Context: an optimization exercise on an open-source flow, tuned for small area and a short achievable clock period. The choices shown serve that exercise and are no tape-out recipe. Only simulation tests tie the RTL to the original design; equivalence was not proved.

==> run.sh <==
#!/bin/bash
# synth_recipe.tcl (not shown) runs the flow's synth.tcl, then flattens the netlist and writes it again
# the make line also repeats each setting of config.mk as NAME=value (left out here)
make -C /OpenROAD-flow-scripts/flow DESIGN_CONFIG=/design/flow/config.mk WORK_HOME=/design/flow/orfs CLKGATE_MAP_FILE= SYNTH_SCRIPT=/design/flow/synth_recipe.tcl finish
==> config.mk <==
export PLATFORM = sky130hd
export DESIGN_NAME = epilogue_unit
export DESIGN_NICKNAME = epilogue_unit
export VERILOG_FILES = /design/flow/design.v
export SDC_FILE = /design/flow/constraint.sdc
export NUM_CORES = 4
export LEC_CHECK = 0
export CAP_MARGIN = 20
export CORE_MARGIN = 2
export CORE_UTILIZATION = 40
export SLEW_MARGIN = 20
==> constraint.sdc <==
create_clock -name core_clock -period 30.0 [get_ports {clk}]
set_input_delay 6.0000 -clock core_clock [delete_from_list [all_inputs] [get_ports {clk}]]
set_output_delay 6.0000 -clock core_clock [all_outputs]
set_load 0.01 [all_outputs]
==> design.v <==
module epi_scale (
    input  wire [31:0] y,       
    input  wire [15:0] s_c,     
    input  wire [15:0] s_x,     
    output reg  [31:0] v        
);
    wire        y_sign = y[31];
    wire [31:0] y_mag  = y_sign ? (~y + 32'd1) : y;
    wire        y_zero = (y == 32'd0);
    reg  [5:0]  y_lz;
    integer i;
    always @* begin
        y_lz = 6'd32;
        for (i = 0; i < 32; i = i + 1)
            if (y_mag[i]) y_lz = 6'd31 - i[5:0];
    end
    wire [31:0] y_norm = y_mag << y_lz[4:0];
    wire        y_g    = y_norm[7];
    wire        y_st   = |y_norm[6:0];
    wire        y_rup  = y_g & (y_st | y_norm[8]);
    wire [24:0] y_rnd  = {1'b0, y_norm[31:8]} + {24'd0, y_rup};
    wire [23:0] y_sig  = y_rnd[24] ? 24'h800000 : y_rnd[23:0];
    wire [5:0]  y_exp  = (6'd31 - y_lz) + {5'd0, y_rnd[24]};
    wire        c_sign = s_c[15];
    wire [4:0]  c_e    = s_c[14:10];
    wire [9:0]  c_m    = s_c[9:0];
    wire        c_inf  = (c_e == 5'h1f) && (c_m == 10'd0);
    wire        c_nan  = (c_e == 5'h1f) && (c_m != 10'd0);
    wire        c_zero = (c_e == 5'd0) && (c_m == 10'd0);
    wire [10:0] c_sig  = {(c_e != 5'd0), c_m};
    wire signed [6:0] c_exp = (c_e == 5'd0) ? -7'sd14 : ($signed({2'b00, c_e}) - 7'sd15);
    wire        x_sign = s_x[15];
    wire [4:0]  x_e    = s_x[14:10];
    wire [9:0]  x_m    = s_x[9:0];
    wire        x_inf  = (x_e == 5'h1f) && (x_m == 10'd0);
    wire        x_nan  = (x_e == 5'h1f) && (x_m != 10'd0);
    wire        x_zero = (x_e == 5'd0) && (x_m == 10'd0);
    wire [10:0] x_sig  = {(x_e != 5'd0), x_m};
    wire signed [6:0] x_exp = (x_e == 5'd0) ? -7'sd14 : ($signed({2'b00, x_e}) - 7'sd15);
    wire [21:0] p_sig  = c_sig * x_sig;    
    wire [45:0] prod   = y_sig * p_sig;    
    reg  [5:0]  m_lz;
    integer j;
    always @* begin
        m_lz = 6'd46;
        for (j = 0; j < 46; j = j + 1)
            if (prod[j]) m_lz = 6'd45 - j[5:0];
    end
    wire [45:0] m_norm = prod << m_lz;
    wire        m_g    = m_norm[21];
    wire        m_st   = |m_norm[20:0];
    wire        m_rup  = m_g & (m_st | m_norm[22]);
    wire [24:0] m_rnd  = {1'b0, m_norm[45:22]} + {24'd0, m_rup};
    wire [22:0] m_frac = m_rnd[24] ? 23'd0 : m_rnd[22:0];
    wire signed [9:0] m_ebias = 10'sd129 + $signed({4'd0, y_exp}) + c_exp + x_exp
                                - $signed({4'd0, m_lz}) + $signed({9'd0, m_rnd[24]});
    wire v_sign = y_sign ^ c_sign ^ x_sign;
    wire any_inf  = c_inf | x_inf;
    wire any_zero = y_zero | c_zero | x_zero;
    wire v_nan  = c_nan | x_nan | (any_inf & any_zero);
    always @* begin
        if (v_nan)
            v = 32'h7fc00000;
        else if (any_inf)
            v = {v_sign, 8'hff, 23'd0};
        else if (any_zero)
            v = {v_sign, 31'd0};
        else
            v = {v_sign, m_ebias[7:0], m_frac};
    end
endmodule
module epi_fadd (
    input  wire [31:0] a,
    input  wire [31:0] b,
    output reg  [31:0] z
);
    wire        a_s = a[31];
    wire [7:0]  a_e = a[30:23];
    wire [22:0] a_f = a[22:0];
    wire        b_s = b[31];
    wire [7:0]  b_e = b[30:23];
    wire [22:0] b_f = b[22:0];
    wire a_nan = (a_e == 8'hff) && (a_f != 23'd0);
    wire b_nan = (b_e == 8'hff) && (b_f != 23'd0);
    wire a_inf = (a_e == 8'hff) && (a_f == 23'd0);
    wire b_inf = (b_e == 8'hff) && (b_f == 23'd0);
    wire [7:0]  a_ee = (a_e == 8'd0) ? 8'd1 : a_e;
    wire [7:0]  b_ee = (b_e == 8'd0) ? 8'd1 : b_e;
    wire [23:0] a_m  = {(a_e != 8'd0), a_f};
    wire [23:0] b_m  = {(b_e != 8'd0), b_f};
    wire swap = {b_ee, b_m} > {a_ee, a_m};
    wire        l_s = swap ? b_s  : a_s;
    wire [7:0]  l_e = swap ? b_ee : a_ee;
    wire [23:0] l_m = swap ? b_m  : a_m;
    wire        s_s = swap ? a_s  : b_s;
    wire [7:0]  s_e = swap ? a_ee : b_ee;
    wire [23:0] s_m = swap ? a_m  : b_m;
    wire        eff_sub = l_s ^ s_s;
    wire [7:0]  d = l_e - s_e;
    wire [49:0] s_wide = {s_m, 26'd0} >> ((d > 8'd26) ? 8'd26 : d);
    wire        s_lost = (d > 8'd26) ? (s_m != 24'd0) : 1'b0;
    wire [26:0] s_al = {s_wide[49:24], (|s_wide[23:0]) | s_lost};
    wire [26:0] l_al = {l_m, 3'b000};
    wire [27:0] sum = eff_sub ? ({1'b0, l_al} - {1'b0, s_al})
                              : ({1'b0, l_al} + {1'b0, s_al});
    reg  [4:0]  lz;
    integer i;
    always @* begin
        lz = 5'd27;
        for (i = 0; i < 27; i = i + 1)
            if (sum[i]) lz = 5'd26 - i[4:0];
    end
    wire [7:0]  lmax = l_e - 8'd1;    
    wire [7:0]  sh   = ({3'd0, lz} > lmax) ? lmax : {3'd0, lz};
    reg  [26:0] n;
    reg  [8:0]  n_e;
    always @* begin
        if (sum[27]) begin
            n   = {sum[27:2], sum[1] | sum[0]};
            n_e = {1'b0, l_e} + 9'd1;
        end else begin
            n   = sum[26:0] << sh;
            n_e = {1'b0, l_e} - {1'b0, sh};
        end
    end
    wire        g   = n[2];
    wire        st  = n[1] | n[0];
    wire        rup = g & (st | n[3]);
    wire [24:0] r   = {1'b0, n[26:3]} + {24'd0, rup};
    reg  [8:0]  f_e;
    reg  [22:0] f_f;
    always @* begin
        if (r[24]) begin
            f_e = n_e + 9'd1;
            f_f = 23'd0;
        end else if (r[23]) begin
            f_e = n_e;
            f_f = r[22:0];
        end else begin
            f_e = 9'd0;
            f_f = r[22:0];
        end
    end
    always @* begin
        if (a_nan | b_nan | (a_inf & b_inf & (a_s != b_s)))
            z = 32'h7fc00000;
        else if (a_inf)
            z = a;
        else if (b_inf)
            z = b;
        else if (sum == 28'd0)
            z = {(eff_sub ? 1'b0 : a_s), 31'd0};
        else if (f_e >= 9'd255)
            z = {l_s, 8'hff, 23'd0};
        else
            z = {l_s, f_e[7:0], f_f};
    end
endmodule
module epi_fp_narrow #(
    parameter EB   = 5,
    parameter MB   = 10,
    parameter BIAS = 15,
    parameter [31:0] THR = 32'h477ff000,
    parameter SAT  = 0,
    parameter [EB+MB-1:0] MAXF = 0
) (
    input  wire [31:0]      x,
    output reg  [EB+MB:0]   q,
    output reg              sat
);
    wire        s   = x[31];
    wire [7:0]  e8  = x[30:23];
    wire [23:0] sig = {1'b1, x[22:0]};
    wire signed [9:0] e    = $signed({2'b00, e8}) - 10'sd127;
    wire signed [9:0] emin = 10'sd1 - BIAS;
    wire              sub  = e < emin;
    wire signed [9:0] rsh_s = (23 - MB) + (sub ? (emin - e) : 10'sd0);
    wire [5:0]        rsh  = (rsh_s > 10'sd26) ? 6'd26 : rsh_s[5:0];
    wire [49:0] wide = {sig, 26'd0} >> rsh;
    wire [23:0] kept = wide[49:26];
    wire        g    = wide[25];
    wire        st   = |wide[24:0];
    wire        rup  = g & (st | kept[0]);
    wire [MB+1:0] qr = kept[MB+1:0] + {{(MB+1){1'b0}}, rup};
    wire signed [9:0] fe_n = e + BIAS;
    always @* begin
        sat = 1'b0;
        if (x[30:0] >= THR[30:0]) begin
            if (SAT != 0) begin
                q   = {s, MAXF};
                sat = 1'b1;
            end else begin
                q   = {s, {EB{1'b1}}, {MB{1'b0}}};
            end
        end else if (e8 == 8'd0) begin
            q = {s, {(EB+MB){1'b0}}};
        end else if (!sub) begin
            if (qr[MB+1])
                q = {s, fe_n[EB-1:0] + {{(EB-1){1'b0}}, 1'b1}, {MB{1'b0}}};
            else
                q = {s, fe_n[EB-1:0], qr[MB-1:0]};
        end else begin
            q = {s, {(EB-1){1'b0}}, qr[MB], qr[MB-1:0]};
        end
    end
endmodule
module epi_int_narrow (
    input  wire [31:0] x,
    input  wire [3:0]  fmt,     
    output reg  [31:0] q,
    output reg         sat
);
    wire        s   = x[31];
    wire [7:0]  e8  = x[30:23];
    wire [23:0] sig = {1'b1, x[22:0]};
    reg  [32:0] mag;
    reg         huge;
    reg  [49:0] wide;
    reg  [23:0] kept;
    reg         g, st;
    always @* begin
        huge = 1'b0;
        mag  = 33'd0;
        wide = 50'd0;
        kept = 24'd0;
        g    = 1'b0;
        st   = 1'b0;
        if (e8 >= 8'd159) begin                  
            huge = 1'b1;
        end else if (e8 >= 8'd150) begin         
            mag = {9'd0, sig} << (e8 - 8'd150);
        end else if (e8 >= 8'd126) begin         
            wide = {sig, 26'd0} >> (8'd150 - e8);
            kept = wide[49:26];
            g    = wide[25];
            st   = |wide[24:0];
            mag  = {9'd0, kept} + {32'd0, g & (st | kept[0])};
        end
    end
    reg [31:0] hi, lo_mag, mask;
    always @* begin
        case (fmt)
            4'h0:    begin hi = 32'd255;        lo_mag = 32'd0;          mask = 32'h000000ff; end
            4'h2:    begin hi = 32'd7;          lo_mag = 32'd8;          mask = 32'h0000000f; end
            4'h3:    begin hi = 32'd127;        lo_mag = 32'd128;        mask = 32'h000000ff; end
            4'h4:    begin hi = 32'd32767;      lo_mag = 32'd32768;      mask = 32'h0000ffff; end
            default: begin hi = 32'h7fffffff;   lo_mag = 32'h80000000;   mask = 32'hffffffff; end
        endcase
    end
    reg [32:0] val;
    always @* begin
        sat = 1'b0;
        if (!s) begin
            if (huge || mag > {1'b0, hi}) begin
                sat = 1'b1;
                val = {1'b0, hi};
            end else
                val = mag;
        end else begin
            if (huge || mag > {1'b0, lo_mag}) begin
                sat = 1'b1;
                val = -{1'b0, lo_mag};
            end else
                val = -mag;
        end
        q = val[31:0] & mask;
    end
endmodule
module epilogue_unit (
    input  wire        clk,
    input  wire        rst,           
    input  wire        in_valid,
    input  wire [31:0] in_y,          
    input  wire [15:0] in_sc,         
    input  wire [15:0] in_sx,         
    input  wire [31:0] in_bias,       
    input  wire        in_bias_fp16,  
    input  wire        in_null,       
    input  wire        in_relu,       
    input  wire [3:0]  in_fmt,        
    output reg         out_valid,
    output reg  [31:0] out_data,      
    output reg  [2:0]  out_flags      
);
    wire [31:0] v;
    epi_scale u_scale (.y(in_y), .s_c(in_sc), .s_x(in_sx), .v(v));
    wire [4:0]  hb_e = in_bias[14:10];
    wire [9:0]  hb_m = in_bias[9:0];
    reg  [3:0]  hb_lz;
    integer i;
    always @* begin
        hb_lz = 4'd10;
        for (i = 0; i < 10; i = i + 1)
            if (hb_m[i]) hb_lz = 4'd9 - i[3:0];
    end
    wire [9:0]  hb_sub = hb_m << (hb_lz + 4'd1);
    reg  [31:0] b32;
    always @* begin
        if (!in_bias_fp16)
            b32 = in_bias;
        else if (hb_e == 5'h1f)
            b32 = {in_bias[15], 8'hff, hb_m, 13'd0};
        else if (hb_e != 5'd0)
            b32 = {in_bias[15], {3'd0, hb_e} + 8'd112, hb_m, 13'd0};
        else if (hb_m == 10'd0)
            b32 = {in_bias[15], 31'd0};
        else
            b32 = {in_bias[15], 8'd112 - {4'd0, hb_lz}, hb_sub, 13'd0};
    end
    wire sx_nan  = (in_sx[14:10] == 5'h1f) && (in_sx[9:0] != 10'd0);
    wire sx_zero = (in_sx == 16'h0000);
    reg         s1_valid;
    reg  [31:0] s1_v;
    reg  [31:0] s1_b;
    reg  [1:0]  s1_mode;    
    reg         s1_relu;
    reg  [3:0]  s1_fmt;
    always @(posedge clk) begin
        if (rst)
            s1_valid <= 1'b0;
        else
            s1_valid <= in_valid;
        s1_v    <= v;
        s1_b    <= b32;
        s1_relu <= in_relu;
        s1_fmt  <= in_fmt;
        if (sx_nan)
            s1_mode <= 2'd3;
        else if (in_null)
            s1_mode <= 2'd1;
        else if (sx_zero)
            s1_mode <= 2'd2;
        else
            s1_mode <= 2'd0;
    end
    wire [31:0] add_a = (s1_mode == 2'd1) ? 32'd0 : s1_v;
    wire [31:0] sum;
    epi_fadd u_add (.a(add_a), .b(s1_b), .z(sum));
    reg [31:0] z;
    always @* begin
        case (s1_mode)
            2'd2:    z = s1_b;
            2'd3:    z = 32'h7fc00000;
            default: z = sum;
        endcase
    end
    wire z_nan = (z[30:23] == 8'hff) && (z[22:0] != 23'd0);
    wire [31:0] a = (s1_relu && z[31] && !z_nan) ? 32'd0 : z;
    wire [15:0] q_fp16;
    wire        sat_fp16;
    epi_fp_narrow #(.EB(5), .MB(10), .BIAS(15), .THR(32'h477ff000), .SAT(0), .MAXF(15'h7bff))
        u_fp16 (.x(a), .q(q_fp16), .sat(sat_fp16));
    wire [7:0]  q_e4m3;
    wire        sat_e4m3;
    epi_fp_narrow #(.EB(4), .MB(3), .BIAS(7), .THR(32'h43e80000), .SAT(1), .MAXF(7'h7e))
        u_e4m3 (.x(a), .q(q_e4m3), .sat(sat_e4m3));
    wire [7:0]  q_e5m2;
    wire        sat_e5m2;
    epi_fp_narrow #(.EB(5), .MB(2), .BIAS(15), .THR(32'h47700000), .SAT(0), .MAXF(7'h7b))
        u_e5m2 (.x(a), .q(q_e5m2), .sat(sat_e5m2));
    wire [31:0] q_int;
    wire        sat_int;
    epi_int_narrow u_int (.x(a), .fmt(s1_fmt), .q(q_int), .sat(sat_int));
    wire        bf_rup = a[15] & ((|a[14:0]) | a[16]);
    wire [15:0] q_bf16 = a[31:16] + {15'd0, bf_rup};
    reg [31:0] res;
    reg [2:0]  flg;
    always @* begin
        res = 32'd0;
        flg = 3'd0;
        case (s1_fmt)
            4'h0, 4'h2, 4'h3, 4'h4, 4'h5: begin
                if (z_nan) flg[0] = 1'b1;
                else begin res = q_int; flg[1] = sat_int; end
            end
            4'h6: begin
                if (z_nan) begin res = 32'h00007e00; flg[0] = 1'b1; end
                else res = {16'd0, q_fp16};
            end
            4'h7: begin
                if (z_nan) begin res = 32'h00007fc0; flg[0] = 1'b1; end
                else res = {16'd0, q_bf16};
            end
            4'h8: begin
                if (z_nan) begin res = 32'h7fc00000; flg[0] = 1'b1; end
                else res = a;
            end
            4'h9: begin
                if (z_nan) begin res = 32'h0000007f; flg[0] = 1'b1; end
                else begin res = {24'd0, q_e4m3}; flg[2] = sat_e4m3; end
            end
            4'ha: begin
                if (z_nan) begin res = 32'h0000007e; flg[0] = 1'b1; end
                else res = {24'd0, q_e5m2};
            end
            default: ;
        endcase
    end
    always @(posedge clk) begin
        if (rst)
            out_valid <= 1'b0;
        else
            out_valid <= s1_valid;
        out_data  <= res;
        out_flags <= flg;
    end
endmodule
==> impl_results.md <==
* Main combinational cell family by area after synthesis: adder cells
* Syn_area_per_cell at 7.07 um^2
* Synth Area in Simple Gates at 25.6%
* Complex-gate fraction of the synthesized area at 26.0%
* Via count at 70720
* Hold Path Class: register to register
* Overflow left after global routing at 0
* Synth warn at 7
* Actual slew at the worst max-slew pin at 1250 ps
* First-pass GRT wire length at 424 mm
* Top-level port count at 142
* Clk sink count at 108
* Fin. Hold Viols at 0
* Syn nets at 9515
* Crit start category: input pin
* Commonest cells in the synthesized netlist: nand2_1, inv_1, nor2_1, fa_1, a21oi_1
* Top FF cell, synth: dfxtp_1
* Die Span Y at 391 um
* Tcrit/Tclk final at 95.5%
* Mapped Cells at 8478
* Std-Cell Rows at 142
* Register area share after synthesis at 3.60%
* Fin crit period at 28640 ps
* CP Data Arrival Time at 28990 ps
* CTS max path bufs at 2
* Clock-pin slew on the worst setup and hold paths at 80 ps
* Clock Latency Late Sink at 440 ps
* Core Area at 149000 um^2
* Drt first pass iters at 6
* TNS Setup at 0 ps
* Final Max Tran Viols at 0
* Final wirelength at 280 mm
* Clock Tree Root: clkbuf_16
* Top cell type's share of synthesized area at 17.8%
* Crit-path slowest cell: fa_1
* Proportion of synthesized area in mux cells at 6.23%
* DR vias/cell at 6.27
* Post-Syn Area at 60000 um^2
* Final ANT Viol Nets at 0
* CTS tree: done
* EDFF count, synth at 0
* Area leader, netlist: fa_1
* Adder-cell share of the synthesized area at 26.1%
* Ranking of synthesized cells by area: fa_1, ha_1, nand2_1
* Starting Density at 40.1%
* Vias in the first global route at 68581
* Synth async-reset ratio at 0%
* Max_cap viols at 0
* Status: complete, no violations
* H-tree depth at 3
* Average wire per standard cell at 24.8 um
* DRC viols at 0
* Share of layout cells above drive strength 1 at 16.2%
* Setup-failing EPs final at 0
* CP required at 30340 ps
* Initial DRC count at 8547
* Routability Congestion at 1.06
* Worst-path maximum fanout at 25
* FMAX at 34.9 MHz
* Post-DP HPWL at 228 mm
* Top-count cell post-synth: nand2_1
* Library cells used by synthesis at 127
* DIE AREA at 153000 um^2
* XOR/XNOR share of the synthesized area at 4.21%
* GRT Total Usage at 35.6%
* Top cell by count, worst path: o21ai_0
* Num CTS Buffers at 9
* PortBufs at 141
* Critical path type: input pin to register
* Nets@finish at 10300
* Largest net degree at the start of global routing at 77
* Die W at 391 um
* Yosys reg bits at 108
* Initial antenna violation count at 1
* Hold Slack at 442 ps
* Layout Skew at 17.4 ps
* Area delta synth->final at 19.1%
* Fin util at 47.8%
* Setup crit end kind: register
* Max-Slew Margin vs Limit at 16.2%
* CP peak stage delay at 540 ps
cells in the final DEF, fill, tap and decap left out, types with 108 or more instances in the layout:
| master | instances |
|---|---|
| inv_1 | 761 |
| clkdlybuf4s50_1 | 141 |
| nand3_1 | 244 |
| a21oi_1 | 478 |
| ha_1 | 397 |
| nand2_1 | 1161 |
| and2_1 | 184 |
| xnor2_1 | 176 |
| mux2i_1 | 237 |
| o211ai_1 | 112 |
| buf_4 | 1132 |
| fa_1 | 533 |
| nor2_1 | 705 |
| nor3_1 | 246 |
| o21ai_0 | 440 |
| dfxtp_1 | 108 |
| a211oi_1 | 132 |
worst max-delay path: cells and delay by family:
kind,cells,cell delay [ps]
adder cells (fa/ha/maj),12,5790
XOR/XNOR,2,450
buffers and inverters,11,1780
multiplexers,7,2290
AND/OR/NAND/NOR,22,5610
AO/OA/AOI/OAI,36,7000
cells by family (layout without fill, tap and decap cells):
| group | count (synthesis) | count (layout) |
|---|---|---|
| AO/OA/AOI/OAI | 2291 | 2291 |
| adder cells (fa/ha/maj) | 931 | 931 |
| buffers and inverters | 1284 | 2074 |
| XOR/XNOR | 288 | 288 |
| multiplexers | 339 | 339 |
| flip-flops | 108 | 108 |
| other | 0 | 2 |
| AND/OR/NAND/NOR | 3237 | 3237 |
routing by layer:
layer  vias up  wire, um  global-route usage [%]
li1      31821         -                       -
met1     34143    114000                    47.2
met2      3928    123000                    56.0
met3       826     25500                    5.07
met4         2     17200                    18.6
met5         -        13                       0
through the flow:
stage | instance area, um^2 | instances | setup slack [ps]
floorplan | 60000 | 8478 | 2450
detailed placement | 70800 | 11264 | -142
global route | 71400 | 11284 | -1.98
finish | 71500 | 11286 | 1360
CTS | 71100 | 11280 | 272
global placement | 70800 | 11264 | 438
path summary, 6_finish.rpt:
kind / endpoint / slack [ps] / start / cells past startpoint
min reg2reg: out_valid / 440 / s1_valid / 1
min: out_valid / 440 / s1_valid / 1
max reg2reg: out_data[6] / 1740 / s1_mode[1] / 112
max: s1_v[29] / 1360 / in_y[4] / 90
registers in the layout, summed over array words and instances, names as in the netlist:
name	flops
s1_fmt	4
out_data	32
out_valid	1
s1_valid	1
s1_v	32
s1_mode	2
s1_relu	1
s1_b	32
out_flags	3
final cells by class:
cell class	instances	area, um^2
Timing Repair Buffer	1282	10100
Timing Repair inverter	1	5.00
Clock buffer	9	225
Antenna cell	2	5.00
Multi-Input combinational cell	7086	53400
Fill cell	15152	78000
Tap cell	2016	2520
Sequential cell	108	2160
Inverter	775	2920
Clock inverter	7	93.8
what timing repair did:
| item | CTS | global route |
|---|---|---|
| setup buffers | 0 | 3 |
| gates resized for setup | 0 | 61 |
| setup endpoints to repair | 0 | 8 |
| endpoints found under the hold margin | 0 | 0 |
| hold buffers | 0 | 0 |

[re-timing with driven ports]
Ports are ideal in the flow. The routed layout listed here was re-timed in OpenROAD.
Step 1 sets driving cells, clkbuf_16 on the clock port and buf_2 on the other inputs (assumed; they add their load-dependent delay and slew).
Step 2 also shifts input and output timing later by t, the mid clock arrival at the registers, as if the neighbouring blocks saw the same clock.
Three values: ideal, step 1, step 2; two values: the first two.
t (ns): 0.504
setup WS [ns]: 1.358 / 1.388 / 0.883
hold slack, ns: 0.442 / 0.442 / 0.442
worst data-port slew with drivers (ns): 0.06
cell pins on the clock port's net: 1
After both steps setup and hold are still met in this run. For this run, drivers alone change the setup slack by +0.030 ns; drivers and shift together by -0.475 ns.
